Source: an optimization exercise on an open RTL-to-GDS flow (aim: small area and few clock cycles). Production flows keep margins and buffers that such runs may drop. In this exercise RTL edits were held to simulation tests only and were not proved equivalent to the original. Power is estimated from default activity; no workload was simulated.

==> job 5360 <==
Design tdc_calc, start of the top module:
module tdc_calc (
    input  wire        clk,
    input  wire        rst,           
    input  wire        cmd_valid,
    output wire        cmd_ready,
    input  wire [1:0]  cmd_op,        
    input  wire [23:0] cmd_s1,        
    input  wire [23:0] cmd_s2,        
    input  wire [31:0] cmd_r,         
    input  wire [20:0] cmd_k_start,   
    input  wire [20:0] cmd_k_stop,    
    output reg         cal_done,
    output reg         cal_pass,
    output wire [31:0] gain,
    output wire [15:0] offset,
    output wire [31:0] m1,
    output wire [31:0] m2,
    output reg         res_done,
    output wire [47:0] value,
    output wire [31:0] vmin,
    output wire [31:0] vmax,
    output wire        order_rev,
    output wire        below_res,
    output wire [15:0] shots,
    output wire [15:0] rev
);
clock: 30.0 ns
lec_check: 0
cap_margin: 20
cell_pad_in_sites_detail_placement: 2
cell_pad_in_sites_global_placement: 2
core_margin: 2
core_utilization: 30
slew_margin: 20
synth_hierarchical: 1
synth_minimum_keep_size: 0
run.sh (not shown) runs the stock make flow with config.mk's settings and CLKGATE_MAP_FILE= SYNTH_SCRIPT=/design/flow/synth_recipe.tcl, a recipe that flattens the netlist after the stock synthesis.
==> job 1386: changes against job 5360 <==
- CTS_BUF_LIST: default -> sky130_fd_sc_hd__clkbuf_4
==> flow_metrics.py <==
metrics = {
    "drt": {
        "wl_per_cell_um": 34.1,
    },
    "global_routing": {
        "track_usage_pct": 28.4,
    },
    "status": {
        "status": "finished clean",
    },
    "cts": {
        "path_clk_slew_ns": 0.06,
    },
}
-- figures above: job 5360

==> flow_metrics.py <==
metrics = {
    "status": {
        "status": "finished clean",
    },
    "setup_path": {
        "criticalPathCategory": "reg2reg",
        "cp_slowest_stage_delay_ns": 0.52,
    },
    "cts": {
        "path_clk_slew_ns": 0.07,
    },
    "global_routing": {
        "track_usage_pct": 28.5,
    },
    "yosys": {
        "syn_area_per_cell_um2": 11.0,
    },
}
-- figures above: job 1386

Testbench counts of job 5360, summed over its fixed seeds: cycles 30,203.
Testbench counts of job 1386, summed over its fixed seeds: cycles 30,203.

---

==> wip/garnet <==
Another version of the RTL of tdc_calc (not shown whole).
export LEC_CHECK = 0
export CAP_MARGIN = 20
export CELL_PAD_IN_SITES_DETAIL_PLACEMENT = 2
export CELL_PAD_IN_SITES_GLOBAL_PLACEMENT = 2
export CORE_MARGIN = 2
export CORE_UTILIZATION = 30
export CTS_BUF_LIST = sky130_fd_sc_hd__clkbuf_8
export CTS_CLUSTER_DIAMETER = 60
export CTS_CLUSTER_SIZE = 15
export SLEW_MARGIN = 20
export SYNTH_HIERARCHICAL = 1
export SYNTH_MINIMUM_KEEP_SIZE = 0
create_clock -name core_clock -period 30.0 [get_ports {clk}]
==> wip/ember (differences from wip/garnet) <==
--- a/flow/design.v
+++ b/flow/design.v
@@ -67,28 +67,33 @@
     output wire         ge
 );
     wire [W:0] c;
     assign c[0] = 1'b1;
     tdc_cmp u_cmp [W-1:0] (.a(a), .b(b), .c(c[W-1:0]), .co(c[W:1]));
     assign ge = c[W];
 endmodule
+module tdc_mx (
+    input  wire s,
+    input  wire a,
+    input  wire b,
+    output wire y
+);
+    assign y = s ? a : b;
+endmodule
 module tdc_dstep (
-    input  wire [16:0] r_in,
+    input  wire [15:0] r_in,
     input  wire        qb,
-    input  wire [15:0] d,
-    output wire [16:0] r_out,
-    output wire        q
+    input  wire [15:0] dn,
+    output wire [15:0] r_out,
+    output wire        fit
 );
-    wire        sub = !r_in[16];
-    wire [17:0] sm;
-    wire        co;
-    tdc_add #(.W(18)) u_add (.a({r_in, qb}), .b({{2{sub}}, d ^ {16{sub}}}), .ci(sub),
-                             .s(sm), .co(co));
-    assign r_out = sm[16:0];
-    assign q     = !sm[16];
+    wire [16:0] sh = {r_in, qb};
+    wire [16:0] df;
+    tdc_add #(.W(17)) u_sub (.a(sh), .b({1'b1, dn}), .ci(1'b1), .s(df), .co(fit));
+    tdc_mx u_mx [15:0] (.s(fit), .a(df[15:0]), .b(sh[15:0]), .y(r_out));
 endmodule
 module tdc_mul (
     input  wire [26:0] d,
     input  wire [28:0] d3,
     input  wire [31:0] rn,                 
     input  wire [8:0]  on,                 
     input  wire        ob,
@@ -1329,24 +1334,25 @@
     wire dm_ok = dm[24:16] == 9'd0 &&
                  (dm[15:10] == 6'b011111 || dm[15:10] == 6'b100000 || dm[15:0] == 16'h8400);
     wire cal_ok = s1_ok && dm_ok;
     wire [11:0] m1_new;
     wire [12:0] m2_new;
     tdc_inc #(.W(12)) u_m1 (.a(cmd_s1[15:4]), .ci(cmd_s1[3]), .s(m1_new));
     tdc_inc #(.W(13)) u_m2 (.a(cmd_s2[16:4]), .ci(cmd_s2[3]), .s(m2_new));
-    wire [16:0] dr [0:K];
+    wire [15:0] cnt_n = ~cnt;
+    wire [15:0] dr [0:K];
     wire [32:0] dq [0:K];
-    assign dr[0] = acc[49:33];
+    assign dr[0] = acc[48:33];
     assign dq[0] = acc[32:0];
     genvar gi;
     generate
         for (gi = 0; gi < K; gi = gi + 1) begin : g_div
-            wire qbit;
-            tdc_dstep u_step (.r_in(dr[gi]), .qb(dq[gi][32]), .d(cnt), .r_out(dr[gi+1]), .q(qbit));
-            assign dq[gi+1] = {dq[gi][31:0], qbit};
+            wire fit;
+            tdc_dstep u_step (.r_in(dr[gi]), .qb(dq[gi][32]), .dn(cnt_n), .r_out(dr[gi+1]), .fit(fit));
+            assign dq[gi+1] = {dq[gi][31:0], fit};
         end
     endgenerate
     wire [31:0] mag = acc[32:1];
     wire [32:0] sval;
     tdc_inc #(.W(33)) u_neg (.a({1'b0, mag} ^ {33{sgn}}), .ci(sgn), .s(sval));
     assign value     = {{15{sval[32]}}, sval};
     assign order_rev = sval[32];
@@ -1391,15 +1397,15 @@
                     end else begin
                         cal_done <= 1'b1;
                     end
                 end
                 if (is_end) state <= S_EPREP;
             end
             S_CDIV: begin
-                acc[49:0] <= {dr[K], dq[K]};
+                acc[48:0] <= {dr[K], dq[K]};
                 step      <= step + 4'd1;
                 if (step == ND - 1) begin
                     dlt   <= dq[K][28:2];             
                     state <= S_M3;
                 end
             end
             S_M3: begin
@@ -1421,15 +1427,15 @@
                     res_done <= 1'b1;
                     state    <= S_IDLE;
                 end else begin
                     state    <= S_EDIV;
                 end
             end
             S_EDIV: begin
-                acc[49:0] <= {dr[K], dq[K]};
+                acc[48:0] <= {dr[K], dq[K]};
                 step      <= step + 4'd1;
                 if (step == (big ? ND - 1 : NS - 1)) begin
                     res_done <= 1'b1;
                     state    <= S_IDLE;
                 end
             end
             default: state <= S_IDLE;
- CAP_MARGIN: 20 -> 5
- SLEW_MARGIN: 20 -> 5
==> wip/indigo (differences from wip/garnet) <==
--- a/flow/design.v
+++ b/flow/design.v
@@ -1214,25 +1214,25 @@
     assign t1035 = ~rn[29];
     assign t1036 = rn[29];
     wire t1037, t1038;
     assign t1037 = ~rn[30];
     assign t1038 = rn[30];
     wire [62:0] an = {1'b0, ~rn[31], t1037, t1035, t1033, t1031, t1029, t1027, t1025, t1023, t1021, t1019, t1017, t1015, t1013, t1011, t1009, t1007, t1005, t1003, t1001, t999, t997, t995, t993, t991, t989, t987, t985, t983, t981, t979, t977, t975, t973, t971, t969, t967, t965, t963, t961, t959, t957, t955, t953, t951, t949, t947, t945, t943, t941, t939, t937, t935, t933, t931, t929, t927, t925, t923, t921, pn0[1], pn0[0]};
     wire [62:0] bn = {1'b1, t1038, t1036, t1034, t1032, t1030, t1028, t1026, t1024, t1022, t1020, t1018, t1016, t1014, t1012, t1010, t1008, t1006, t1004, t1002, t1000, t998, t996, t994, t992, t990, t988, t986, t984, t982, t980, t978, t976, t974, t972, t970, t968, t966, t964, t962, t960, t958, t956, t954, t952, t950, t948, t946, t944, t942, t940, t938, t936, t934, t932, t930, t928, t926, t924, t922, ~rc[2], ~rc[1], ~rc[0]};
-    wire [32:0] cl;                   
+    wire [44:0] cl;                   
     assign cl[0] = 1'b1;
     wire [62:0] wn;
-    tdc_fa u_lo [31:0] (.a(an[31:0]), .b(bn[31:0]), .c(cl[31:0]), .s(wn[31:0]), .co(cl[32:1]));
-    wire [62:32] h0, h1;
-    wire [63:32] c0, c1;
-    assign c0[32] = 1'b1;               
-    assign c1[32] = 1'b0;               
-    tdc_fa u_h0 [62:32] (.a(an[62:32]), .b(bn[62:32]), .c(c0[62:32]), .s(h0), .co(c0[63:33]));
-    tdc_fa u_h1 [62:32] (.a(an[62:32]), .b(bn[62:32]), .c(c1[62:32]), .s(h1), .co(c1[63:33]));
-    assign wn[62:32] = cl[32] ? h0 : h1;
+    tdc_fa u_lo [43:0] (.a(an[43:0]), .b(bn[43:0]), .c(cl[43:0]), .s(wn[43:0]), .co(cl[44:1]));
+    wire [62:44] h0, h1;
+    wire [63:44] c0, c1;
+    assign c0[44] = 1'b1;               
+    assign c1[44] = 1'b0;               
+    tdc_fa u_h0 [62:44] (.a(an[62:44]), .b(bn[62:44]), .c(c0[62:44]), .s(h0), .co(c0[63:45]));
+    tdc_fa u_h1 [62:44] (.a(an[62:44]), .b(bn[62:44]), .c(c1[62:44]), .s(h1), .co(c1[63:45]));
+    assign wn[62:44] = cl[44] ? h0 : h1;
     assign w = ~wn;
 endmodule
 module tdc_calc (
     input  wire        clk,
     input  wire        rst,           
     input  wire        cmd_valid,
     output wire        cmd_ready,
- CELL_PAD_IN_SITES_DETAIL_PLACEMENT: 2 -> 3
- CELL_PAD_IN_SITES_GLOBAL_PLACEMENT: 2 -> 3
==> summary of the runs <==
Clock power, highest first: wip/ember, wip/indigo, wip/garnet.
Between wip/ember and wip/garnet, the lower design area is in wip/garnet (gap 1.3%, measured against wip/garnet).
Clock skew, lowest first: wip/ember, wip/garnet, wip/indigo.
The highest sequential power belongs to wip/indigo, the lowest to wip/ember.
First-iteration DRC count: wip/garnet > wip/ember > wip/indigo.
Against wip/indigo, the worst hold slack of wip/ember is lower by 14 ps.
Die area, lowest first: wip/indigo, wip/garnet, wip/ember.
Testbench counts of wip/garnet, summed over its fixed seeds: cycles 30,203.
Testbench counts of wip/ember, summed over its fixed seeds: cycles 30,203.
Testbench counts of wip/indigo, summed over its fixed seeds: cycles 30,203.

-- what the ideal ports hide --
No port has a modelled driver above. Below, the same layouts with a new extraction and two added sets of constraints.
Step 1 (the two cells are an assumption about what drives the block):
set clk [get_ports {clk}]
set_driving_cell -lib_cell sky130_fd_sc_hd__clkbuf_16 $clk
set_driving_cell -lib_cell sky130_fd_sc_hd__buf_2 [delete_from_list [all_inputs] $clk]
Step 2 adds t to the input delays and takes it off the output delays; t is the mean of the earliest and latest rising clock arrival at the registers after step 1. Input paths then give back, and output paths get back, about the clock's delay inside the block.
Slacks: no drivers / after step 1 / after step 2; pairs: no drivers / after step 1.
run | t (ns) | setup slack, ns | worst setup path after step 2 | slew at the worst register clock pin (ns)
job 5360 | 0.657 | 4.100 / 4.100 / 4.100 | register to register | 0.06 / 0.06
job 1386 | 0.998 | 4.074 / 4.074 / 4.074 | register to register | 0.08 / 0.08
wip/garnet | 0.685 | 4.116 / 4.116 / 4.116 | register to register | 0.11 / 0.11
wip/ember | 0.763 | 3.992 / 3.992 / 3.992 | register to register | 0.10 / 0.10
wip/indigo | 0.720 | 3.442 / 3.442 / 3.112 | input to register | 0.10 / 0.10
After both steps every run listed still meets setup and hold. For wip/indigo, which loses most, drivers alone change the setup slack by 0.000 ns; drivers and shift together by -0.330 ns.
